Context: an optimization exercise on an open-source flow, tuned for small area, a short achievable clock period and few clock cycles per item. The choices shown serve that exercise and are no tape-out recipe. No functional check of the RTL was part of any run shown here. No activity file was given, so power comes from the tool's default toggle rates.

==> design/flow/design.v <==
module conf_fdiv (
    input  wire               clk,
    input  wire               rst,
    input  wire               start,
    input  wire        [14:0] r0,
    input  wire        [31:0] q0,
    input  wire        [3:0]  cycles,
    input  wire               neg,
    input  wire        [14:0] divisor,
    output reg                busy,
    output wire signed [32:0] quot,
    output wire        [14:0] rem
);
    reg [14:0] r;
    reg [31:0] q;
    reg [14:0] d;
    reg        ng;
    reg [3:0]  cnt;
    function [15:0] step;    
        input [14:0] rr;
        input        b;
        input [14:0] dd;
        reg   [15:0] t;
        reg   [16:0] s;
        begin
            t = {rr, b};
            s = {1'b0, t} - {2'b0, dd};
            if (s[16]) step = {1'b0, t[14:0]};
            else       step = {1'b1, s[14:0]};
        end
    endfunction
    wire [15:0] s3 = step(r,        q[31], d);
    wire [15:0] s2 = step(s3[14:0], q[30], d);
    wire [15:0] s1 = step(s2[14:0], q[29], d);
    wire [15:0] s0 = step(s1[14:0], q[28], d);
    always @(posedge clk) begin
        if (rst) begin
            busy <= 1'b0;
        end else if (start) begin
            r    <= r0;
            q    <= q0;
            d    <= divisor;
            ng   <= neg;
            cnt  <= cycles;
            busy <= 1'b1;
        end else if (busy) begin
            r   <= s0[14:0];
            q   <= {q[27:0], s3[15], s2[15], s1[15], s0[15]};
            cnt <= cnt - 4'd1;
            if (cnt == 4'd1) busy <= 1'b0;
        end
    end
    wire rnz = (r != 15'd0);
    assign quot = !ng ? $signed({1'b0, q}) :
                  rnz ? $signed(~{1'b0, q}) : -$signed({1'b0, q});
    assign rem  = (ng && rnz) ? (d - r) : r;
endmodule
module conf_raymap (
    input  wire        clk,
    input  wire        rst,
    input  wire [12:0] cfg_hogels_x,
    input  wire [12:0] cfg_hogels_y,
    input  wire [4:0]  cfg_views_u,
    input  wire [4:0]  cfg_views_v,
    input  wire [1:0]  cfg_lens_type,
    input  wire [1:0]  cfg_layout,
    input  wire [1:0]  cfg_view_flip,
    input  wire [7:0]  cfg_slant_p,
    input  wire [4:0]  cfg_slant_q,
    input  wire [14:0] cfg_pitch_x,
    input  wire [14:0] cfg_pitch_y,
    input  wire        req_valid,
    output wire        req_ready,
    input  wire [15:0] req_px,
    input  wire [15:0] req_py,
    input  wire [1:0]  req_k,
    output wire        map_req,
    output wire [23:0] map_addr,
    input  wire        map_ack,
    input  wire [63:0] map_data,
    output wire        res_valid,
    input  wire        res_ready,
    output wire [1:0]  res_kind,
    output wire [29:0] res_ray,
    output wire [1:0]  res_colour
);
    localparam [1:0] K_MAPPED = 2'd0, K_UNMAPPED = 2'd1, K_BLACK = 2'd2;
    reg [12:0] c_hx, c_hy;
    reg [4:0]  c_nu, c_nv;
    reg [1:0]  c_lens, c_lay, c_flip;
    reg [5:0]  c_pabs;
    reg        c_pneg;
    reg [4:0]  c_q;
    reg [14:0] c_px, c_py;
    reg [8:0]  c_nuv;
    wire [7:0] pneg_in = 8'd0 - cfg_slant_p;
    always @(posedge clk) begin
        if (rst) begin
            c_hx   <= cfg_hogels_x;
            c_hy   <= cfg_hogels_y;
            c_nu   <= cfg_views_u;
            c_nv   <= cfg_views_v;
            c_lens <= cfg_lens_type;
            c_lay  <= cfg_layout;
            c_flip <= cfg_view_flip;
            c_pneg <= cfg_slant_p[7];
            c_pabs <= cfg_slant_p[7] ? pneg_in[5:0] : cfg_slant_p[5:0];
            c_q    <= cfg_slant_q;
            c_px   <= cfg_pitch_x;
            c_py   <= cfg_pitch_y;
            c_nuv  <= cfg_views_u * cfg_views_v;
        end
    end
    wire        lens0 = (c_lens == 2'd0);
    wire        lens1 = (c_lens == 2'd1);
    wire        lens2 = (c_lens == 2'd2);
    wire        mode3 = !lens1 && c_lay[1];
    wire [13:0] hpx   = c_px[14:1];
    wire [13:0] hpy   = c_py[14:1];
    reg  [15:0] q_px [0:1];
    reg  [15:0] q_py [0:1];
    reg  [1:0]  q_k  [0:1];
    reg  [1:0]  q_cnt;
    assign req_ready = (q_cnt != 2'd2);
    wire   push = req_valid && req_ready;
    wire   pop;
    always @(posedge clk) begin
        if (rst) begin
            q_cnt <= 2'd0;
        end else begin
            if (pop) begin
                q_px[0] <= q_px[1]; q_py[0] <= q_py[1]; q_k[0] <= q_k[1];
            end
            if (push) begin
                if (q_cnt == 2'd0 || (q_cnt == 2'd1 && pop)) begin
                    q_px[0] <= req_px; q_py[0] <= req_py; q_k[0] <= req_k;
                end else begin
                    q_px[1] <= req_px; q_py[1] <= req_py; q_k[1] <= req_k;
                end
            end
            q_cnt <= q_cnt + {1'b0, push} - {1'b0, pop};
        end
    end
    wire        hv    = (q_cnt != 2'd0);
    wire [15:0] h_px  = q_px[0];
    wire [15:0] h_py  = q_py[0];
    wire [1:0]  h_k   = q_k[0];
    wire [1:0]  h_li  = mode3 ? h_k : 2'd0;
    wire [1:0]  h_col = c_lay[0] ? (2'd2 - h_k) : h_k;
    wire [25:0] h_px768 = {h_px, 9'd0} + {1'b0, h_px, 8'd0};
    wire [25:0] h_x0 = (lens1 || c_lay[1]) ? (h_px768 + 26'd384)
                                           : (h_px768 + {15'd0, h_k, 8'd0} + 26'd128);
    wire [7:0]  h_k85 = {h_k, 6'd0} + {2'd0, h_k, 4'd0} + {4'd0, h_k, 2'd0} + {6'd0, h_k};
    wire [23:0] h_y  = mode3 ? ({h_py, 8'd0} + 24'd43 + {16'd0, h_k85})
                             : ({h_py, 8'd0} + 24'd128);
    reg         dx_start, dy_start;
    reg  [14:0] dx_r0, dy_r0, dx_d, dy_d;
    reg  [31:0] dx_q0, dy_q0;
    reg  [3:0]  dx_cyc, dy_cyc;
    reg         dx_neg, dy_neg;
    wire        dx_busy, dy_busy;
    wire signed [32:0] dx_quot, dy_quot;
    wire [14:0] dx_rem, dy_rem;
    conf_fdiv u_dx (.clk(clk), .rst(rst), .start(dx_start), .r0(dx_r0), .q0(dx_q0),
                    .cycles(dx_cyc), .neg(dx_neg), .divisor(dx_d),
                    .busy(dx_busy), .quot(dx_quot), .rem(dx_rem));
    conf_fdiv u_dy (.clk(clk), .rst(rst), .start(dy_start), .r0(dy_r0), .q0(dy_q0),
                    .cycles(dy_cyc), .neg(dy_neg), .divisor(dy_d),
                    .busy(dy_busy), .quot(dy_quot), .rem(dy_rem));
    reg         m_start;
    reg  [23:0] m_ain;
    reg  [12:0] m_bin;
    reg  [31:0] m_acc, m_a;
    reg  [12:0] m_b;
    reg         m_busy;
    always @(posedge clk) begin
        if (rst) begin
            m_busy <= 1'b0;
        end else if (m_start) begin
            m_acc  <= 32'd0;
            m_a    <= {8'd0, m_ain};
            m_b    <= m_bin;
            m_busy <= (m_bin != 13'd0);
        end else if (m_busy) begin
            m_acc <= m_acc + (m_b[0] ? m_a : 32'd0) + (m_b[1] ? {m_a[30:0], 1'b0} : 32'd0)
                           + (m_b[2] ? {m_a[29:0], 2'b0} : 32'd0);
            m_a   <= {m_a[28:0], 3'b000};
            m_b   <= {3'b000, m_b[12:3]};
            if (m_b[12:3] == 10'd0) m_busy <= 1'b0;
        end
    end
    reg [25:0] k256q, k768q;
    reg [14:0] k256r, k768r;
    reg         l_v    [0:2];
    reg  [15:0] l_px   [0:2];
    reg  [1:0]  l_k    [0:2];
    reg  [15:0] l_py   [0:2];
    reg  signed [32:0] l_x [0:2];
    reg         l_axv  [0:2];
    reg  [27:0] l_axq  [0:2];
    reg  [14:0] l_axr  [0:2];
    reg         l_yunm [0:2];
    reg  [11:0] l_hy   [0:2];
    reg  [15:0] l_ylow [0:2];
    reg  [14:0] l_yr   [0:2];
    reg  [23:0] l_rb   [0:2];
    reg         c_v    [0:2];
    reg  [23:0] c_tag  [0:2];
    reg         c_blk  [0:2];
    reg  signed [11:0] c_rot [0:2];
    reg  signed [11:0] c_scl [0:2];
    reg  signed [32:0] c_eaq [0:2];
    reg  [14:0] c_ear  [0:2];
    reg  signed [32:0] c_ebq [0:2];
    reg  [14:0] c_ebr  [0:2];
    reg  [29:0] c_rb   [0:2];
    reg         c_wide [0:2];    
    localparam [3:0] S_PRE = 4'd0, S_PREW = 4'd1, S_RUN = 4'd2,
                     S_LR0 = 4'd3, S_LR1 = 4'd4, S_LR2 = 4'd5, S_LR3 = 4'd6,
                     S_AXR = 4'd7, S_AXW = 4'd8, S_F0 = 4'd9, S_F1 = 4'd10,
                     S_F2 = 4'd11, S_LR2B = 4'd12;
    reg [3:0] state;
    reg         t_yout;
    reg  [23:0] f_idx, f_tag;
    reg  [1:0]  f_slot, rr;
    reg         f_blk;
    reg  signed [11:0] f_rot, f_scl;
    reg  signed [15:0] f_dx, f_dy;
    wire        L_v    = l_v[h_li];
    wire [15:0] L_px   = l_px[h_li];
    wire [1:0]  L_k    = l_k[h_li];
    wire [15:0] L_py   = l_py[h_li];
    wire signed [32:0] L_x = l_x[h_li];
    wire        L_axv  = l_axv[h_li];
    wire [27:0] L_axq  = l_axq[h_li];
    wire [14:0] L_axr  = l_axr[h_li];
    wire        L_yunm = l_yunm[h_li];
    wire [11:0] L_hy   = l_hy[h_li];
    wire [15:0] L_ylow = l_ylow[h_li];
    wire [14:0] L_yr   = l_yr[h_li];
    wire [23:0] L_rb   = l_rb[h_li];
    wire [15:0] L_px1  = L_px + 16'd1;
    wire        s_same = (h_px == L_px) && (h_k == L_k);
    wire        s_nk   = !mode3 && (h_px == L_px) && (h_k == L_k + 2'd1);
    wire        s_np   = (h_px == L_px1) && (mode3 || (h_k == 2'd0 && L_k == 2'd2));
    wire        lhit   = L_v && (h_py == L_py) && (s_same || s_nk || s_np);
    wire        u256   = !lens1 && (s_nk || (s_np && !mode3));
    wire        u768   = s_np && (mode3 || lens1);
    wire [15:0] r256 = {1'b0, L_axr} + {1'b0, k256r};
    wire [15:0] r768 = {1'b0, L_axr} + {1'b0, k768r};
    wire        c256 = (r256 >= {1'b0, c_px});
    wire        c768 = (r768 >= {1'b0, c_px});
    wire [14:0] ar256 = c256 ? (r256[14:0] - c_px) : r256[14:0];
    wire [14:0] ar768 = c768 ? (r768[14:0] - c_px) : r768[14:0];
    wire [27:0] aq256 = L_axq + {2'd0, k256q} + {27'd0, c256};
    wire [27:0] aq768 = L_axq + {2'd0, k768q} + {27'd0, c768};
    wire [27:0] axq_n = u256 ? aq256 : u768 ? aq768 : L_axq;
    wire [14:0] axr_n = u256 ? ar256 : u768 ? ar768 : L_axr;
    wire signed [32:0] x256 = L_x + 33'sd256;
    wire signed [32:0] x768 = L_x + 33'sd768;
    wire signed [32:0] xn   = u256 ? x256 : u768 ? x768 : L_x;
    wire        inr    = !xn[32] && (xn < $signed({6'd0, c_px, 12'd0}));
    wire        need_ax = !L_yunm && inr && !L_axv;
    reg         v_r2;
    reg         r2_unm;
    reg  [11:0] r2_hx, r2_hy;
    reg  [15:0] r2_xlow, r2_ylow;
    reg  [14:0] r2_xr, r2_yr;
    reg  [23:0] r2_rb;
    reg  [1:0]  r2_col, r2_li;
    wire        r2_free;
    wire        r1_go = (state == S_RUN) && hv && lhit && !need_ax && r2_free;
    assign pop = r1_go;
    wire        hxbig = ({1'b0, r2_hx} >= c_hx);
    wire        unm2  = r2_unm || hxbig;
    wire [23:0] tag   = {r2_hy, r2_hx};
    wire        ch0   = c_v[0] && (c_tag[0] == tag);
    wire        ch1   = c_v[1] && (c_tag[1] == tag);
    wire        ch2   = c_v[2] && (c_tag[2] == tag);
    wire        chit  = ch0 || ch1 || ch2;
    wire [1:0]  cs    = ch0 ? 2'd0 : ch1 ? 2'd1 : 2'd2;
    wire        e_free;
    wire        r2_emit = v_r2 && (unm2 || chit) && e_free;
    wire        r2_miss = v_r2 && !unm2 && !chit;
    assign r2_free = !v_r2 || r2_emit;
    always @(posedge clk) begin
        if (rst) begin
            v_r2 <= 1'b0;
        end else if (r1_go) begin
            v_r2 <= 1'b1;
        end else if (r2_emit) begin
            v_r2 <= 1'b0;
        end
        if (r1_go) begin
            r2_unm  <= L_yunm || !inr;
            r2_hx   <= axq_n[27:16];
            r2_hy   <= L_hy;
            r2_xlow <= axq_n[15:0];
            r2_xr   <= axr_n;
            r2_ylow <= L_ylow;
            r2_yr   <= L_yr;
            r2_rb   <= L_rb;
            r2_col  <= h_col;
            r2_li   <= h_li;
        end
    end
    wire        yout_c = (h_y >= {c_py, 12'd0});
    wire signed [32:0] s_val = lens0 ? dx_quot : 33'sd0;
    wire [11:0] hy_c   = dy_quot[27:16];
    wire        yunm_c = t_yout || ({1'b0, hy_c} >= c_hy);
    wire signed [32:0] x_c = $signed({7'd0, h_x0}) - s_val
                             - ((lens2 && hy_c[0]) ? $signed({19'd0, hpx}) : 33'sd0);
    wire        lx_inr = !L_x[32] && (L_x < $signed({6'd0, c_px, 12'd0}));
    wire signed [16:0] cxa     = $signed({3'd0, hpx}) + f_dx;
    wire signed [16:0] cya     = $signed({3'd0, hpy}) + f_dy;
    wire [16:0] cxn = 17'd0 - cxa;
    wire [16:0] cyn = 17'd0 - cya;
    wire [15:0] cxm = cxa[16] ? cxn[15:0] : cxa[15:0];
    wire [15:0] cym = cya[16] ? cyn[15:0] : cya[15:0];
    wire        cxs = (cxm < {1'b0, c_px});    
    wire        cys = (cym < {1'b0, c_py});
    always @(*) begin
        dx_start = 1'b0; dx_r0 = 15'd0; dx_q0 = 32'd0; dx_cyc = 4'd7; dx_neg = 1'b0; dx_d = c_px;
        dy_start = 1'b0; dy_r0 = 15'd0; dy_q0 = 32'd0; dy_cyc = 4'd7; dy_neg = 1'b0; dy_d = c_py;
        m_start  = 1'b0; m_ain = 24'd0; m_bin = 13'd0;
        case (state)
            S_PRE: begin
                dx_start = 1'b1; dx_q0 = 32'h1000_0000;
                dy_start = 1'b1; dy_q0 = 32'h3000_0000; dy_d = c_px;
            end
            S_LR0: begin
                dy_start = !yout_c;
                dy_r0 = {3'd0, h_y[23:12]}; dy_q0 = {h_y[11:0], 20'd0};
                m_start = lens0; m_ain = h_y; m_bin = {7'd0, c_pabs};
            end
            S_LR1: begin
                dx_start = !m_busy;
                dx_q0 = m_acc; dx_cyc = 4'd8; dx_neg = c_pneg; dx_d = {10'd0, c_q};
            end
            S_LR2B: begin
                dx_start = !L_yunm && lx_inr;
                dx_r0 = L_x[26:12]; dx_q0 = {L_x[11:0], 20'd0};
                m_start = !L_yunm; m_ain = {11'd0, c_hx}; m_bin = {1'b0, L_hy};
            end
            S_AXR: begin
                dx_start = 1'b1;
                dx_r0 = L_x[26:12]; dx_q0 = {L_x[11:0], 20'd0};
            end
            S_F1: if (!f_blk) begin
                dx_start = 1'b1; dx_neg = !cxa[16] && (cxa != 17'sd0);
                if (cxs) begin dx_r0 = cxm[14:0]; dx_cyc = 4'd4; end
                else     begin dx_q0 = {cxm, 16'd0}; dx_cyc = 4'd8; end
                dy_start = 1'b1; dy_neg = !cya[16] && (cya != 17'sd0);
                if (cys) begin dy_r0 = cym[14:0]; dy_cyc = 4'd4; end
                else     begin dy_q0 = {cym, 16'd0}; dy_cyc = 4'd8; end
                m_start = 1'b1; m_ain = f_idx; m_bin = {4'd0, c_nuv};
            end
            default: ;
        endcase
    end
    wire        wr_ok = !v1;
    integer i;
    always @(posedge clk) begin
        if (rst) begin
            state <= S_PRE;
            rr    <= 2'd0;
            for (i = 0; i < 3; i = i + 1) begin
                l_v[i] <= 1'b0;
                c_v[i] <= 1'b0;
            end
        end else begin
            if (r1_go) begin
                l_px[h_li]  <= h_px;
                l_k[h_li]   <= h_k;
                l_x[h_li]   <= xn;
                l_axq[h_li] <= axq_n;
                l_axr[h_li] <= axr_n;
                l_axv[h_li] <= L_axv && inr;
            end
            case (state)
                S_PRE:  state <= S_PREW;
                S_PREW: if (!dx_busy && !dy_busy) begin
                    k256q <= dx_quot[25:0]; k256r <= dx_rem;
                    k768q <= dy_quot[25:0]; k768r <= dy_rem;
                    state <= S_RUN;
                end
                S_RUN: begin
                    if (r2_miss) begin
                        f_idx  <= r2_rb + {12'd0, r2_hx};
                        f_tag  <= tag;
                        f_slot <= mode3 ? r2_li : rr;
                        rr     <= (rr == 2'd2) ? 2'd0 : rr + 2'd1;
                        state  <= S_F0;
                    end else if (hv && !lhit) begin
                        state <= S_LR0;
                    end else if (hv && need_ax) begin
                        l_px[h_li] <= h_px;
                        l_k[h_li]  <= h_k;
                        l_x[h_li]  <= xn;
                        state      <= S_AXR;
                    end
                end
                S_LR0: begin
                    t_yout <= yout_c;
                    state  <= lens0 ? S_LR1 : S_LR2;
                end
                S_LR1: if (!m_busy) state <= S_LR2;
                S_LR2: if (!dx_busy && !dy_busy) begin
                    l_px[h_li]   <= h_px;
                    l_k[h_li]    <= h_k;
                    l_py[h_li]   <= h_py;
                    l_x[h_li]    <= x_c;
                    l_yunm[h_li] <= yunm_c;
                    l_hy[h_li]   <= hy_c;
                    l_ylow[h_li] <= dy_quot[15:0];
                    l_yr[h_li]   <= dy_rem;
                    state        <= S_LR2B;
                end
                S_LR2B: begin
                    l_axv[h_li]  <= lx_inr && !L_yunm;
                    state        <= S_LR3;
                end
                S_LR3: if (!dx_busy && !m_busy) begin
                    l_v[h_li]    <= 1'b1;
                    l_axq[h_li]  <= dx_quot[27:0];
                    l_axr[h_li]  <= dx_rem;
                    l_rb[h_li]   <= m_acc[23:0];
                    state        <= S_RUN;
                end
                S_AXR: state <= S_AXW;
                S_AXW: if (!dx_busy) begin
                    l_axv[h_li] <= 1'b1;
                    l_axq[h_li] <= dx_quot[27:0];
                    l_axr[h_li] <= dx_rem;
                    state       <= S_RUN;
                end
                S_F0: if (map_ack) begin
                    f_dx  <= map_data[15:0];
                    f_dy  <= map_data[31:16];
                    f_blk <= map_data[56];
                    f_rot <= map_data[43:32];
                    f_scl <= map_data[55:44];
                    state <= S_F1;
                end
                S_F1: state <= S_F2;
                S_F2: if (!dx_busy && !dy_busy && !m_busy && wr_ok) begin
                    c_tag[f_slot] <= f_tag;
                    c_blk[f_slot] <= f_blk;
                    c_rot[f_slot] <= f_rot;
                    c_scl[f_slot] <= f_scl;
                    c_eaq[f_slot] <= dx_quot;
                    c_ear[f_slot] <= dx_rem;
                    c_ebq[f_slot] <= dy_quot;
                    c_ebr[f_slot] <= dy_rem;
                    c_rb[f_slot]  <= m_acc[29:0];
                    c_wide[f_slot] <= !((dx_quot[32:17] == {16{dx_quot[32]}}) && !(!dx_quot[32] && dx_quot[16]))
                                   || !((dy_quot[32:17] == {16{dy_quot[32]}}) && !(!dy_quot[32] && dy_quot[16]));
                    c_v[f_slot]   <= 1'b1;
                    state         <= S_RUN;
                end
                default: state <= S_PRE;
            endcase
        end
    end
    assign map_req  = (state == S_F0);
    assign map_addr = f_idx;
    reg  vsk;
    wire en = !vsk;
    reg  v1, v2, v3, v4, v5;
    reg  ph;
    reg  [1:0]  e_kind, e_col, e_cs;
    reg  [15:0] e_xlow, e_ylow;
    reg  [14:0] e_xr, e_yr;
    reg  [1:0]  a_kind, a_col;
    reg  signed [33:0] a_a, a_b;
    reg  signed [11:0] a_rot, a_scl;
    reg  [29:0] a_rb;
    reg         wide_a;
    wire hold   = v2 && wide_a && !ph;
    wire e_adv  = en && !hold;
    assign e_free = !v1 || e_adv;
    always @(posedge clk) begin
        if (rst) begin
            v1 <= 1'b0;
        end else if (r2_emit) begin
            v1 <= 1'b1;
        end else if (e_adv) begin
            v1 <= 1'b0;
        end
        if (r2_emit) begin
            e_kind <= unm2 ? K_UNMAPPED : (c_blk[cs] ? K_BLACK : K_MAPPED);
            e_col  <= r2_col;
            e_cs   <= cs;
            e_xlow <= r2_xlow;
            e_xr   <= r2_xr;
            e_ylow <= r2_ylow;
            e_yr   <= r2_yr;
        end
    end
    wire [15:0] ca_s = {1'b0, e_xr} + {1'b0, c_ear[e_cs]};
    wire [15:0] cb_s = {1'b0, e_yr} + {1'b0, c_ebr[e_cs]};
    wire        ca   = (ca_s >= {1'b0, c_px});
    wire        cb   = (cb_s >= {1'b0, c_py});
    always @(posedge clk) begin
        if (rst) begin
            v2 <= 1'b0;
        end else if (e_adv) begin
            v2 <= v1;
        end
        if (e_adv) begin
            a_kind <= e_kind;
            a_col  <= e_col;
            a_a    <= $signed({18'd0, e_xlow}) + c_eaq[e_cs] + $signed({33'd0, ca});
            a_b    <= $signed({18'd0, e_ylow}) + c_ebq[e_cs] + $signed({33'd0, cb});
            a_rot  <= c_rot[e_cs];
            a_scl  <= c_scl[e_cs];
            a_rb   <= c_rb[e_cs];
            wide_a <= (e_kind == K_MAPPED) && c_wide[e_cs];
        end
    end
    wire signed [17:0] m_A = (wide_a && !ph) ? $signed({a_a[33], a_a[33:17]}) :
                             wide_a ? $signed({1'b0, a_a[16:0]}) : a_a[17:0];
    wire signed [17:0] m_B = (wide_a && !ph) ? $signed({a_b[33], a_b[33:17]}) :
                             wide_a ? $signed({1'b0, a_b[16:0]}) : a_b[17:0];
    wire signed [30:0] pa  = a_scl * m_A - a_rot * m_B;
    wire signed [30:0] pb  = a_scl * m_B + a_rot * m_A;
    reg  signed [30:0] hi_a, hi_b;
    reg  [1:0]  p_kind, p_col;
    reg         p_wide;
    reg  signed [33:0] p_a, p_b;
    reg  signed [30:0] p_loa, p_lob;
    reg  [29:0] p_rb;
    always @(posedge clk) begin
        if (rst) begin
            v3 <= 1'b0;
            ph <= 1'b0;
        end else if (en) begin
            if (hold) begin
                v3 <= 1'b0;
                ph <= 1'b1;
            end else begin
                v3 <= v2;
                ph <= 1'b0;
            end
        end
        if (en) begin
            if (hold) begin
                hi_a <= pa;
                hi_b <= pb;
            end else begin
                p_kind <= a_kind;
                p_col  <= a_col;
                p_wide <= wide_a;
                p_a    <= a_a;
                p_b    <= a_b;
                p_loa  <= pa;
                p_lob  <= pb;
                p_rb   <= a_rb;
            end
        end
    end
    wire signed [30:0] hia = p_wide ? hi_a : 31'sd0;
    wire signed [30:0] hib = p_wide ? hi_b : 31'sd0;
    wire signed [47:0] ta  = ($signed({{17{hia[30]}}, hia}) <<< 17) + p_loa;
    wire signed [47:0] tb  = ($signed({{17{hib[30]}}, hib}) <<< 17) + p_lob;
    wire signed [35:0] wa  = p_a + (ta >>> 16) + 36'sd32768;
    wire signed [35:0] wb  = p_b + (tb >>> 16) + 36'sd32768;
    reg  [1:0]  s_kind, s_col;
    reg         s_ua, s_oa, s_ub, s_ob;
    reg  [15:0] s_va, s_vb;
    reg  [29:0] s_rb;
    always @(posedge clk) begin
        if (rst) begin
            v4 <= 1'b0;
        end else if (en) begin
            v4 <= v3;
        end
        if (en) begin
            s_kind <= p_kind;
            s_col  <= p_col;
            s_ua   <= wa[35];
            s_oa   <= !wa[35] && (wa[34:16] != 19'd0);
            s_va   <= wa[15:0];
            s_ub   <= wb[35];
            s_ob   <= !wb[35] && (wb[34:16] != 19'd0);
            s_vb   <= wb[15:0];
            s_rb   <= p_rb;
        end
    end
    wire [20:0] upm = s_va * c_nu;
    wire [20:0] vpm = s_vb * c_nv;
    wire [3:0]  nu1 = c_nu[3:0] - 4'd1;
    wire [3:0]  nv1 = c_nv[3:0] - 4'd1;
    wire [3:0]  up  = s_ua ? 4'd0 : s_oa ? nu1 : upm[19:16];
    wire [3:0]  vp  = s_ub ? 4'd0 : s_ob ? nv1 : vpm[19:16];
    wire [3:0]  vu  = c_flip[0] ? (nu1 - up) : up;
    wire [3:0]  vv  = c_flip[1] ? (nv1 - vp) : vp;
    wire [8:0]  vvnu = vv * c_nu;
    wire [8:0]  voff = vvnu + {5'd0, vu};
    reg  [1:0]  w_kind, w_col;
    reg  [8:0]  w_off;
    reg  [29:0] w_rb;
    always @(posedge clk) begin
        if (rst) begin
            v5 <= 1'b0;
        end else if (en) begin
            v5 <= v4;
        end
        if (en) begin
            w_kind <= s_kind;
            w_col  <= s_col;
            w_off  <= voff;
            w_rb   <= s_rb;
        end
    end
    wire [29:0] w_ray = (w_kind == K_MAPPED) ? (w_rb + {21'd0, w_off}) : 30'd0;
    reg         vo;
    reg  [1:0]  o_kind, o_col, k_kind, k_col;
    reg  [29:0] o_ray, k_ray;
    wire        o_free = !vo || res_ready;
    always @(posedge clk) begin
        if (rst) begin
            vo  <= 1'b0;
            vsk <= 1'b0;
        end else if (vsk) begin
            if (o_free) begin
                vo  <= 1'b1;
                vsk <= 1'b0;
            end
        end else if (o_free) begin
            vo <= v5;
        end else if (v5) begin
            vsk <= 1'b1;
        end
        if (vsk) begin
            if (o_free) begin
                o_kind <= k_kind; o_col <= k_col; o_ray <= k_ray;
            end
        end else if (o_free) begin
            o_kind <= w_kind; o_col <= w_col; o_ray <= w_ray;
        end else begin
            k_kind <= w_kind; k_col <= w_col; k_ray <= w_ray;
        end
    end
    assign res_valid  = vo;
    assign res_kind   = o_kind;
    assign res_ray    = o_ray;
    assign res_colour = o_col;
endmodule
==> design/flow/run.sh <==
#!/bin/bash
# synth_recipe.tcl (not shown) runs the flow's synth.tcl, then flattens the netlist and writes it again
# the make line also repeats each setting of config.mk as NAME=value (left out here)
make -C /OpenROAD-flow-scripts/flow DESIGN_CONFIG=/design/flow/config.mk WORK_HOME=/design/flow/orfs CLKGATE_MAP_FILE= SYNTH_SCRIPT=/design/flow/synth_recipe.tcl finish
==> design/flow/config.mk <==
export PLATFORM = sky130hd
export DESIGN_NAME = conf_raymap
export DESIGN_NICKNAME = conf_raymap
export VERILOG_FILES = /design/flow/design.v
export SDC_FILE = /design/flow/constraint.sdc
export NUM_CORES = 4
export LEC_CHECK = 0
export ABC_CLOCK_PERIOD_IN_PS = 5000
export CAP_MARGIN = 20
export CORE_MARGIN = 2
export CORE_UTILIZATION = 40
export SLEW_MARGIN = 20
==> design/flow/constraint.sdc <==
create_clock -name core_clock -period 20.0 [get_ports {clk}]
set_input_delay 4.0000 -clock core_clock [delete_from_list [all_inputs] [get_ports {clk}]]
set_output_delay 4.0000 -clock core_clock [all_outputs]
set_load 0.01 [all_outputs]
==> results.json, run 1 <==
{
  "async_flop_share_pct": 0,
  "yosys_warnings": 5,
  "n_fill_cell": 37000,
  "p_per_area_mw_per_mm2": 147,
  "synth_edf_count": 2312,
  "clock_skew_ps": 71.2,
  "dp.final_hpwl_mm": 349,
  "cap_viol_max_count": 0,
  "post_cts_buffers": 0,
  "drt_first_pass_iters": 9,
  "die_w_um": 638,
  "worst_path_largest_cell_delay_ps": 980,
  "arrival_ps": 15250,
  "slew_headroom_pct": 15.2,
  "num_io_pins": 249,
  "nets": 17000,
  "tritoncts": "done",
  "critPathRequiredTime_ps": 20800,
  "first_iter_violations": 9369,
  "syn_area_mm2": 0.161,
  "rsz0062_at_grt": "no",
  "syn_inst": 14400,
  "leakage_nw": 72.0,
  "final_cell_mix": "edfxtp_1, inv_1, nand2_1",
  "cp-endpoint": "u_dy.r[5]",
  "seq_area_frac_synth_pct": 43.6,
  "portBuffers": 240,
  "peakVddDrop_uv": 862,
  "groute.usage.overall_pct": 22.8,
  "fin_crit_sh_pct": 72.3,
  "die_y_um": 638,
  "slowest_stage": "nor2_1",
  "startpoint": "u_dy.d[1]",
  "routed_via_density": 5.47,
  "place.gp.congestion": 0.941,
  "synth_ff_type": "edfxtp_1",
  "start_kind": "flop",
  "finalSetupViolCount": 0,
  "critPathKind": "flop to flop",
  "cts_hold_buffers": 0,
  "min_path_cells": 0,
  "syn_avg_cell_area_um2": 11.2,
  "worst_pin_slew_ps": 1270,
  "synth_seq_cells": 2341,
  "htreeDepth": 5,
  "grt_pass1_vias": 109000,
  "wirelength_mm": 468,
  "root_buffer": "clkbuf_16",
  "worst-r2r-cell-count": 53,
  "overflow": 0,
  "ant_nets": 0,
  "cts_buffers": 264,
  "drc": 0,
  "clkSlewWorstSetupHoldPaths_ps": 60,
  "regToRegEndpoint": "u_dy.r[5]",
  "slew_violations": 0,
  "syn_to_final_growth_pct": 11.0,
  "antenna_found_initial": 32,
  "period_minus_slack_ps": 14460,
  "die_area_mm2": 0.407,
  "core_area_mm2": 0.400,
  "grt_max_degree": 156,
  "vias": 110000,
  "critPathCaptureType": "flop",
  "post_cts_resize_count": 0,
  "status": "finished clean",
  "hold_viol": 0,
  "clock_path_buffers": 4,
  "start_util_pct": 40.2,
  "hold_class": "flop to flop",
  "insertion_delay_ps": 930,
  "whs_ps": 408,
  "synth_cell_type_count": 97,
  "cts.sinks": 2341,
  "wl_per_cell_um": 23.3,
  "crit_fanout": 24,
  "drive_gt1_share_pct": 6.22,
  "r2r_start": "u_dy.d[1]",
  "grt_pass1_wl_mm": 699,
  "finalSetupTns_ps": 0,
  "final_common_cell": "edfxtp_1",
  "syn_nets": 16800,
  "reg2reg_slack_ps": 5540,
  "fmax_ghz": 0.0692,
  "rows": 232
}
-- how the worst min path moves through the flow --
stage	from	slack, ps	to
floorplan	e_col[0]	400	a_col[0]
global placement	p_rb[5]	400	s_rb[5]
detailed placement	r2_xlow[11]	400	e_xlow[11]
CTS	r2_xr[1]	400	e_xr[1]
global route	s_rb[7]	420	w_rb[7]
finish	s_rb[7]	410	w_rb[7]
-- cells in the mapped netlist (all sizes together), types with 27 or more instances --
master	number	area [um^2]
edfxtp	2312	69400
inv	1465	5500
nand2	1293	4850
ha	1123	14100
fa	1115	22300
nor2	881	3310
o21ai	716	3580
a21oi	701	3510
and2	691	4320
xnor2	560	4900
clkbuf	452	1700
xor2	272	2380
mux2i	236	2360
nor3	230	1160
nand3	175	876
o22ai	168	1050
a21o	166	1250
or3	161	1010
o21bai	118	886
mux2	114	1280
nand2b	112	701
nor2b	97	617
o31ai	89	668
and3	85	532
a21boi	83	623
o21a	83	623
buf	80	342
nand4	70	459
a211oi	61	458
or2	58	363
nor4	57	363
a31oi	42	263
a22oi	40	300
a221o	31	310
a221oi	30	263
or4	30	229
dfxtp	29	581
o211ai	29	218
a2111oi	27	236
-- layer usage --
layer | vias to the layer above | wire length, um | global-route usage (%)
li1 | 50700 | - | -
met1 | 54900 | 192000 | 29.4
met2 | 3409 | 223000 | 38.1
met3 | 814 | 27500 | 2.86
met4 | 6 | 26300 | 10.9
met5 | - | 46 | 0
-- sequential cells by signal, indices dropped and copies added (netlist names), 36 cells and up, named ones only --
signal and flops:
c_scl 36, l_ylow 48, c_eaq 99, l_px 48, l_yr 45, c_ebr 45, l_axq 84, c_ebq 99
l_rb 72, c_rot 36, c_rb 90, l_hy 36, c_tag 72, l_x 99, l_py 48, c_ear 45
l_axr 45
-- through the flow --
step	util [%]	std cells	worst slack [ps]	power (mW)	instance area, um^2
floorplan	-	14400	1500	17.4	161000
global placement	42.5	19600	5780	21.3	170000
detailed placement	42.5	19600	5810	21.4	170000
CTS	44.6	20100	5710	26.3	178000
global route	44.6	20100	4250	28.3	178000
finish	44.6	20100	5540	26.3	178000
-- power breakdown --
| part | leakage [nW] | total (mW) | internal [mW] | switching, mW |
|---|---|---|---|---|
| logic | 46.1 | 14.8 | 6.10 | 8.71 |
| clock network | 4.04 | 4.74 | 2.70 | 2.04 |
| registers | 21.9 | 6.73 | 6.36 | 0.370 |
| total | 72.0 | 26.3 | 15.2 | 11.1 |
-- cell type report --
| cell class | count | area, um^2 | share of cell area [%] |
|---|---|---|---|
| multi-input combinational | 10000 | 83700 | 46.9 |
| sequential | 2341 | 70000 | 39.2 |
| clock buffer | 318 | 6930 | 3.88 |
| tap | 5265 | 6590 | 3.69 |
| inverter | 1468 | 5520 | 3.10 |
| timing repair buffer | 479 | 4260 | 2.39 |
| clock inverter | 150 | 1370 | 0.768 |
| antenna | 11 | 27.5 | 0.0154 |
-- worst max-delay path: cells and delay by family, from the launching register on --
kind	cells	cell delay, ps
compound gates	36	8330
fa+ha+maj	4	1430
buf+inv	3	920
flops	1	530
mux	3	1010
simple gates	7	2070
-- cell families after synthesis --
kind of cell             after synthesis  synth area share, %
adder cells (fa/ha/maj)             2238                 22.6
AO/OA/AOI/OAI                       2617                 10.2
AND/OR/NAND/NOR                     4011                 12.1
buffers and inverters               2000                 4.70
flip-flops                          2341                 43.6
multiplexers                         351                 2.28
XOR/XNOR                             832                 4.53
==> run 2, diff against run 1 <==
==> design/flow/flow/run.sh (new file) <==
#!/bin/bash
# Standard layout, with timing repair aiming well below the clock period.
set -euo pipefail
export SETUP_SLACK_MARGIN=${MARGIN:-12}
bash standard.sh > standard.log 2>&1
==> design/flow/standard.sh (new file) <==
#!/bin/bash
# synth_recipe.tcl (not shown) runs the flow's synth.tcl, then flattens the netlist and writes it again
# the make line also repeats each setting of config.mk as NAME=value (left out here)
make -C /OpenROAD-flow-scripts/flow DESIGN_CONFIG=/design/flow/config.mk WORK_HOME=/design/flow/orfs CLKGATE_MAP_FILE= SYNTH_SCRIPT=/design/flow/synth_recipe.tcl "${@:-finish}"
--- a/design/flow/config.mk
+++ b/design/flow/config.mk
@@ -10,3 +10,4 @@
 export CORE_MARGIN = 2
 export CORE_UTILIZATION = 40
 export SLEW_MARGIN = 20
+export TNS_END_PERCENT = 100
removed: design/flow/run.sh
==> run 2 against run 1 <==
  * Combinational power grew 45%
  * First-iteration DRC count increased by 18%
  * Sequential power about the same
  * Global-route usage up 1.8 points
  * Flip-flop and latch count is the same
  * Wire length is 12% higher
  * Utilization up 3.2 points
  * Maximum frequency increased by 33%
  * Sequential share of layout area is 2.6 points lower
  * Setup slack better by 3600 ps
  * Count of clock-buffer cells in the layout is 1 higher
  * Non-clock buffer count increased by 695
==> results.json, run 2 <==
{
  "finalSetupTns_ps": 0,
  "wirelength_mm": 523,
  "worst_path_largest_cell_delay_ps": 470,
  "htreeDepth": 5,
  "routed_via_density": 5.56,
  "drive_gt1_share_pct": 14.6,
  "fin_crit_sh_pct": 54.4,
  "rows": 232,
  "overflow": 0,
  "async_flop_share_pct": 0,
  "synthTopCellsByArea": "edfxtp_1, fa_1, ha_1",
  "syn_inst": 14400,
  "finalSetupViolCount": 0,
  "yosysMostFrequentCell": "edfxtp_1",
  "nets": 17800,
  "crit_fanout": 7,
  "slowest_stage": "edfxtp_1",
  "status": "finished clean",
  "p_switching_mw": 13.7,
  "final_cell_mix": "edfxtp_1, inv_1, nand2_1",
  "die_area_mm2": 0.407,
  "seqPwrFrac_pct": 20.4,
  "grt_pass1_wl_mm": 744,
  "yosys.area.top_type_share_pct": 43.2,
  "core_area_mm2": 0.400,
  "hold_class": "flop to flop",
  "grt_max_degree": 160,
  "seq_area_frac_synth_pct": 43.6,
  "clock_skew_ps": 64.2,
  "critPathKind": "flop to flop",
  "synth_edf_count": 2312,
  "reg2reg_slack_ps": 9120,
  "antenna_found_initial": 42,
  "n_fill_cell": 35700,
  "start_util_pct": 40.2,
  "syn_avg_cell_area_um2": 11.2,
  "period_minus_slack_ps": 10880,
  "regToRegEndpoint": "u_dy.r[8]",
  "fmax_ghz": 0.0919,
  "insertion_delay_ps": 930,
  "synth_seq_cells": 2341,
  "total_power_mw": 32.9,
  "leakage_nw": 77.6,
  "cts_buffers": 262,
  "hold_viol": 0,
  "switching_share_pct": 41.6,
  "p_int_mw": 19.2,
  "worst-r2r-cell-count": 56,
  "die_y_um": 638,
  "p_per_area_mw_per_mm2": 172,
  "synth_common_cells": "edfxtp_1, inv_1, nand2_1, ha_1, fa_1",
  "largestRegisters": "c_eaq x99, c_ebq x99, l_x x99",
  "slew_violations": 0,
  "cap_viol_max_count": 0,
  "startpoint": "u_dy.d[0]",
  "slew_headroom_pct": 6.49,
  "p_clk_share_pct": 14.6,
  "r2r_start": "u_dy.d[0]",
  "worst_hold_path.endpoint": "s_rb[9]",
  "arrival_ps": 11550,
  "groute.usage.overall_pct": 24.5,
  "cp_num_buf_inv": 5,
  "synth_cell_type_count": 97,
  "grt_pass1_vias": 113000,
  "synth.largest_area_cell": "edfxtp_1",
  "wl_per_cell_um": 25.1,
  "whs_ps": 398,
  "critPathCaptureType": "flop",
  "clock_path_buffers": 4,
  "ant_nets": 0,
  "cts.sinks": 2341,
  "dp.final_hpwl_mm": 349,
  "worstHoldStart": "p_rb[9]",
  "critPathRequiredTime_ps": 20670,
  "yosys_warnings": 5,
  "drc": 0,
  "drt_first_pass_iters": 10,
  "place.gp.congestion": 0.929,
  "num_io_pins": 249,
  "vias": 116000,
  "first_iter_violations": 11100,
  "peakVddDrop_uv": 843,
  "portBuffers": 240,
  "clkSlewWorstSetupHoldPaths_ps": 60,
  "cts_hold_buffers": 0,
  "root_buffer": "clkbuf_16",
  "crit_family": "compound AO/OA/AOI/OAI gates",
  "combinationalPowerShare_pct": 65.0,
  "tritoncts": "done",
  "syn_to_final_growth_pct": 18.8,
  "rsz0062_at_grt": "yes",
  "worst_pin_slew_ps": 1390,
  "syn_nets": 16800,
  "syn_area_mm2": 0.161,
  "start_kind": "flop",
  "synth_ff_type": "edfxtp_1",
  "min_path_cells": 0,
  "final_common_cell": "edfxtp_1",
  "die_w_um": 638
}
==> run 2: repair_timing <==
action	in CTS	in global routing
setup endpoints to repair	780	707
cloned	57	62
pin swaps	323	340
buffers inserted	389	210
gates resized for setup	567	555
==> run 2: cells by family (layout without fill, tap and decap cells) <==
family	Yosys count	count (layout)	synth area share, %
flip-flops	2341	2341	43.6
AND/OR/NAND/NOR	4011	4029	12.1
other	0	8	0
adder cells (fa/ha/maj)	2238	2238	22.6
multiplexers	351	365	2.28
XOR/XNOR	832	832	4.53
buffers and inverters	2000	3113	4.70
AO/OA/AOI/OAI	2617	2621	10.2
==> run 2: worst max path at each step <==
stage	to	slack, ps	cells after the start
floorplan	u_dy.r[3]	9610	57
global placement	u_dy.r[11]	7300	54
detailed placement	u_dy.r[11]	7440	54
CTS	u_dy.r[11]	9210	58
global route	u_dy.r[9]	8820	58
finish	u_dy.r[8]	9120	56
==> run 2: through the flow <==
step | area [um^2] | setup slack (ps) | instances | util [%]
6_report | 191000 | 9120 | 20800 | 47.8
5_1_grt | 191000 | 8820 | 20800 | 47.8
4_1_cts | 186000 | 9210 | 20500 | 46.5
3_5_place_dp | 171000 | 7440 | 19600 | 42.7
3_3_place_gp | 171000 | 7300 | 19600 | 42.7
2_1_floorplan | 162000 | 9610 | 14400 | -
==> run 2: area by class of cell <==
type	count	area [um^2]	area share [%]
Antenna cell	8	20.0	0.0105
Clock buffer	319	6800	3.56
Clock inverter	150	1590	0.831
Inverter	1468	5580	2.92
Multi-Input combinational cell	10100	88200	46.2
Sequential cell	2341	70000	36.7
Tap cell	5265	6590	3.45
Timing Repair Buffer	1174	12100	6.35
Timing Repair inverter	2	17.5	0.00917
==> run 2: metal layers <==
layer | global-route usage, % | wire length, um | vias to the layer above
met5 | 0 | 41 | -
met4 | 12.9 | 35800 | 6
met3 | 3.53 | 38200 | 1151
met2 | 40.6 | 245000 | 4489
met1 | 31.2 | 204000 | 57900
li1 | - | - | 52200
==> run 2: power by group through the flow <==
stage,sequential [mW],combinational (mW),clock [mW]
3_3_place_gp,6.81,14.9,0
3_5_place_dp,6.81,15.0,0
6_report,6.72,21.4,4.80
4_1_cts,6.71,19.0,4.87
2_1_floorplan,6.64,11.3,0
5_1_grt,6.75,23.1,5.05
==> run 3, diff against run 2 <==
--- a/design/flow/design.v
+++ b/design/flow/design.v
@@ -14,25 +14,29 @@
     reg [14:0] r;
     reg [31:0] q;
     reg [14:0] d;
+    reg [16:0] d3;
     reg        ng;
     reg [3:0]  cnt;
-    function [15:0] step;    
+    function [16:0] step4;    
         input [14:0] rr;
-        input        b;
+        input [1:0]  b;
         input [14:0] dd;
-        reg   [15:0] t;
-        reg   [16:0] s;
+        input [16:0] dd3;
+        reg   [16:0] t;
+        reg   [17:0] s1, s2, s3;
         begin
-            t = {rr, b};
-            s = {1'b0, t} - {2'b0, dd};
-            if (s[16]) step = {1'b0, t[14:0]};
-            else       step = {1'b1, s[14:0]};
+            t  = {rr, b};
+            s1 = {1'b0, t} - {3'b0, dd};
+            s2 = {1'b0, t} - {2'b0, dd, 1'b0};
+            s3 = {1'b0, t} - {1'b0, dd3};
+            if (!s3[17])      step4 = {2'd3, s3[14:0]};
+            else if (!s2[17]) step4 = {2'd2, s2[14:0]};
+            else if (!s1[17]) step4 = {2'd1, s1[14:0]};
+            else              step4 = {2'd0, t[14:0]};
         end
     endfunction
-    wire [15:0] s3 = step(r,        q[31], d);
-    wire [15:0] s2 = step(s3[14:0], q[30], d);
-    wire [15:0] s1 = step(s2[14:0], q[29], d);
-    wire [15:0] s0 = step(s1[14:0], q[28], d);
+    wire [16:0] s_hi = step4(r,           q[31:30], d, d3);
+    wire [16:0] s_lo = step4(s_hi[14:0],  q[29:28], d, d3);
     always @(posedge clk) begin
         if (rst) begin
             busy <= 1'b0;
@@ -40,12 +44,13 @@
             r    <= r0;
             q    <= q0;
             d    <= divisor;
+            d3   <= {2'b0, divisor} + {1'b0, divisor, 1'b0};
             ng   <= neg;
             cnt  <= cycles;
             busy <= 1'b1;
         end else if (busy) begin
-            r   <= s0[14:0];
-            q   <= {q[27:0], s3[15], s2[15], s1[15], s0[15]};
+            r   <= s_lo[14:0];
+            q   <= {q[27:0], s_hi[16:15], s_lo[16:15]};
             cnt <= cnt - 4'd1;
             if (cnt == 4'd1) busy <= 1'b0;
         end
@@ -252,8 +257,12 @@
     wire        c768 = (r768 >= {1'b0, c_px});
     wire [14:0] ar256 = c256 ? (r256[14:0] - c_px) : r256[14:0];
     wire [14:0] ar768 = c768 ? (r768[14:0] - c_px) : r768[14:0];
-    wire [27:0] aq256 = L_axq + {2'd0, k256q} + {27'd0, c256};
-    wire [27:0] aq768 = L_axq + {2'd0, k768q} + {27'd0, c768};
+    wire [27:0] aq256a = L_axq + {2'd0, k256q};
+    wire [27:0] aq256b = L_axq + {2'd0, k256q} + 28'd1;
+    wire [27:0] aq768a = L_axq + {2'd0, k768q};
+    wire [27:0] aq768b = L_axq + {2'd0, k768q} + 28'd1;
+    wire [27:0] aq256 = c256 ? aq256b : aq256a;
+    wire [27:0] aq768 = c768 ? aq768b : aq768a;
     wire [27:0] axq_n = u256 ? aq256 : u768 ? aq768 : L_axq;
     wire [14:0] axr_n = u256 ? ar256 : u768 ? ar768 : L_axr;
     wire signed [32:0] x256 = L_x + 33'sd256;
@@ -595,10 +604,8 @@
     wire [3:0]  vp  = s_ub ? 4'd0 : s_ob ? nv1 : vpm[19:16];
     wire [3:0]  vu  = c_flip[0] ? (nu1 - up) : up;
     wire [3:0]  vv  = c_flip[1] ? (nv1 - vp) : vp;
-    wire [8:0]  vvnu = vv * c_nu;
-    wire [8:0]  voff = vvnu + {5'd0, vu};
     reg  [1:0]  w_kind, w_col;
-    reg  [8:0]  w_off;
+    reg  [3:0]  w_vu, w_vv;
     reg  [29:0] w_rb;
     always @(posedge clk) begin
         if (rst) begin
@@ -609,11 +616,13 @@
         if (en) begin
             w_kind <= s_kind;
             w_col  <= s_col;
-            w_off  <= voff;
+            w_vu   <= vu;
+            w_vv   <= vv;
             w_rb   <= s_rb;
         end
     end
-    wire [29:0] w_ray = (w_kind == K_MAPPED) ? (w_rb + {21'd0, w_off}) : 30'd0;
+    wire [8:0]  w_vvnu = w_vv * c_nu;
+    wire [29:0] w_ray = (w_kind == K_MAPPED) ? (w_rb + {21'd0, w_vvnu} + {26'd0, w_vu}) : 30'd0;
     reg         vo;
     reg  [1:0]  o_kind, o_col, k_kind, k_col;
     reg  [29:0] o_ray, k_ray;
==> design/flow/run.sh (new file) <==
#!/bin/bash
# synth_recipe.tcl (not shown) runs the flow's synth.tcl, then flattens the netlist and writes it again
# the make line also repeats each setting of config.mk as NAME=value (left out here)
make -C /OpenROAD-flow-scripts/flow DESIGN_CONFIG=/design/flow/config.mk WORK_HOME=/design/flow/orfs CLKGATE_MAP_FILE= SYNTH_SCRIPT=/design/flow/synth_recipe.tcl finish
--- a/design/flow/config.mk
+++ b/design/flow/config.mk
@@ -10,4 +10,3 @@
 export CORE_MARGIN = 2
 export CORE_UTILIZATION = 40
 export SLEW_MARGIN = 20
-export TNS_END_PERCENT = 100
removed: design/flow/flow/run.sh
removed: design/flow/standard.sh
==> run 3 against run 2 <==
  * Still clean on timing, DRC and antenna
  * Flip-flop and latch count increased by 31
  * Hold slack better by 10 ps
  * Combinational power shrank 42%
  * Setup slack better by 520 ps
  * Critical path type unchanged
  * Critical endpoint is now l_px[0][0]
  * Largest cell class unchanged
==> results.json, run 3 <==
{
  "regToRegEndpoint": "l_px[0][0]",
  "crit_fanout": 50,
  "syn_to_final_growth_pct": 11.1,
  "fin_crit_sh_pct": 51.8,
  "syn_inst": 15500,
  "routed_via_density": 5.53,
  "vias": 118000,
  "final_cell_area_mm2": 0.187,
  "critPathCaptureType": "flop",
  "reg2reg_slack_ps": 9650,
  "crit_family": "simple AND/OR/NAND/NOR gates",
  "worstHoldStart": "r2_xlow[2]",
  "drive_gt1_share_pct": 6.17,
  "met1_length_mm": 205,
  "clock_skew_ps": 75.5,
  "largestRegisters": "c_eaq x99, c_ebq x99, l_x x99",
  "die_y_um": 653,
  "portBuffers": 240,
  "synthTopCellsByArea": "edfxtp_1, fa_1, ha_1",
  "place_area_mm2": 0.178,
  "whs_ps": 408,
  "overflow": 0,
  "wl_per_cell_um": 23.4,
  "fmax_ghz": 0.0966,
  "drt_first_pass_iters": 6,
  "post_cts_resize_count": 0,
  "async_flop_share_pct": 0,
  "cts.sinks": 2372,
  "finalSetupViolCount": 0,
  "syn_area_mm2": 0.169,
  "hold_viol": 0,
  "slew_violations": 0,
  "finalSetupTns_ps": 0,
  "start_kind": "flop",
  "n_fill_cell": 39400,
  "wl_met3_mm": 30.1,
  "final_common_cell": "edfxtp_1",
  "worst-r2r-cell-count": 32,
  "min_path_cells": 0,
  "dp.final_hpwl_mm": 371,
  "dp_cells": 20900,
  "fin_cells": 21400,
  "antenna_found_initial": 12,
  "first_iter_violations": 10100,
  "rsz0062_at_grt": "no",
  "peakVddDrop_uv": 167,
  "seq_area_frac_synth_pct": 42.1,
  "grt_pass1_vias": 117000,
  "synth_edf_count": 2343,
  "tritoncts": "done",
  "cts_buffers": 265,
  "dr_wl_met2_mm": 234,
  "drc": 0,
  "cap_viol_max_count": 0,
  "period_minus_slack_ps": 10350,
  "rows": 238,
  "arrival_ps": 10890,
  "critPathMostFrequentCell": "buf_4",
  "grt_max_degree": 168,
  "final_cell_mix": "edfxtp_1, inv_1, nand2_1",
  "root_buffer": "clkbuf_16",
  "htreeDepth": 5,
  "yosys_warnings": 5,
  "worst_hold_path.endpoint": "e_xlow[2]",
  "groute.usage.overall_pct": 23.2,
  "slew_headroom_pct": 14.8,
  "critPathRequiredTime_ps": 20540,
  "syn_nets": 18000,
  "critPathKind": "flop to flop",
  "leakage_nw": 74.7,
  "synth.largest_area_cell": "edfxtp_1",
  "syn_avg_cell_area_um2": 10.9,
  "synth_seq_cells": 2372,
  "yosysMostFrequentCell": "edfxtp_1",
  "grt_pass1_wl_mm": 746,
  "core_area_mm2": 0.420,
  "wirelength_mm": 501,
  "synth_common_cells": "edfxtp_1, inv_1, nand2_1, ha_1, fa_1",
  "nets": 18200,
  "status": "finished clean",
  "worst_path_largest_cell_delay_ps": 740,
  "p_per_area_mw_per_mm2": 130,
  "synth_ff_type": "edfxtp_1",
  "clock_path_buffers": 4,
  "die_w_um": 653,
  "cp_num_buf_inv": 6,
  "hold_class": "flop to flop",
  "ant_nets": 0,
  "cts_hold_buffers": 0,
  "r2r_start": "q_k[0][1]",
  "insertion_delay_ps": 940,
  "synth_cell_type_count": 107,
  "die_area_mm2": 0.426,
  "place.gp.congestion": 0.951,
  "slowest_stage": "buf_4",
  "utilization_pct": 44.6,
  "num_io_pins": 249,
  "routed.top_layer": "met5",
  "start_util_pct": 40.1,
  "yosys.area.top_type_share_pct": 41.8,
  "clkSlewWorstSetupHoldPaths_ps": 60,
  "worst_pin_slew_ps": 1260,
  "post_cts_buffers": 0
}
## run 3: where the power goes
part	leakage (nW)	internal (mW)	switching, mW
sequential	22.2	6.32	0.424
clock	4.26	2.91	2.11
combinational	48.2	4.91	7.60
## run 3: layer usage
metal / GRT usage [%] / vias to the layer above
met4: 12.6 / 4
met3: 3.02 / 885
met1: 29.9 / 59000
met2: 38.1 / 3711
li1: - / 54900
met5: 0 / -
## run 3: cell type report
class / count / area (um^2) / share of cell area [%]
clock buffer: 316 / 6960 / 3.72
inverter: 1537 / 5780 / 3.09
timing repair buffer: 537 / 4690 / 2.50
clock inverter: 162 / 1860 / 0.992
sequential: 2372 / 70900 / 37.9
multi-input combinational: 11000 / 90100 / 48.1
tap: 5520 / 6910 / 3.69
antenna: 8 / 20.0 / 0.0107
## run 3: worst max-delay path by stage
stage | to | start | cells after the start
4_1_cts | l_px[0][0] | q_k[0][1] | 32
3_5_place_dp | l_px[0][15] | q_k[0][1] | 32
6_report | l_px[0][0] | q_k[0][1] | 32
2_1_floorplan | l_k[2][0] | v2 | 6
3_3_place_gp | l_px[0][15] | q_k[0][1] | 32
5_1_grt | l_px[0][0] | q_k[0][1] | 32
## run 3: logic make-up after synthesis
logic type	synth area share (%)
AO/OA/AOI/OAI	11.7
AND/OR/NAND/NOR	12.7
multiplexers	1.64
adder cells (fa/ha/maj)	22.4
buffers and inverters	4.73
flip-flops	42.1
XOR/XNOR	4.77
## run 3: metrics by stage
stage	total power [mW]	setup slack, ps
after detailed placement	19.1	9860
after global placement	19.0	9890
final	24.3	9650
after global routing	25.9	9160
after CTS	24.2	9810
after floorplan	15.5	730
## run 3: worst reg2reg max path: cells and delay by family (launching register included)
| family | cells | cell delay, ps |
|---|---|---|
| and+or+nand+nor | 13 | 3790 |
| buffers and inverters | 6 | 2780 |
| AOI/OAI and AO/OA | 11 | 2560 |
| DFF | 1 | 340 |
| adders and majority gates | 1 | 280 |
| xor gates and xnor gates | 1 | 180 |

[what the ideal ports hide]
The flow's constraints put no driver on any port. The routed layouts listed below were extracted and timed again, unchanged, in two steps. Step 1 sets driving cells, clkbuf_16 on the clock port and buf_2 on the other inputs (assumed; they add their load-dependent delay and slew). Step 2 moves the port delays by t, midway between the first and last clock arrival at a register: inputs arrive t later, outputs are due t later. That takes back most of the time a late clock gives input paths. a / b / c = ideal ports / drivers / drivers and shift; a / b = the first two.
run | t (ns) | setup WS [ns] | latest minus earliest clock arrival (ns)
run 1 | 1.003 | 5.542 / 5.542 / 5.542 | 0.072 / 0.072
run 2 | 1.004 | 9.123 / 9.123 / 9.123 | 0.067 / 0.067
run 3 | 1.013 | 9.648 / 9.648 / 9.648 | 0.080 / 0.080
After both steps every run listed still meets setup and hold.
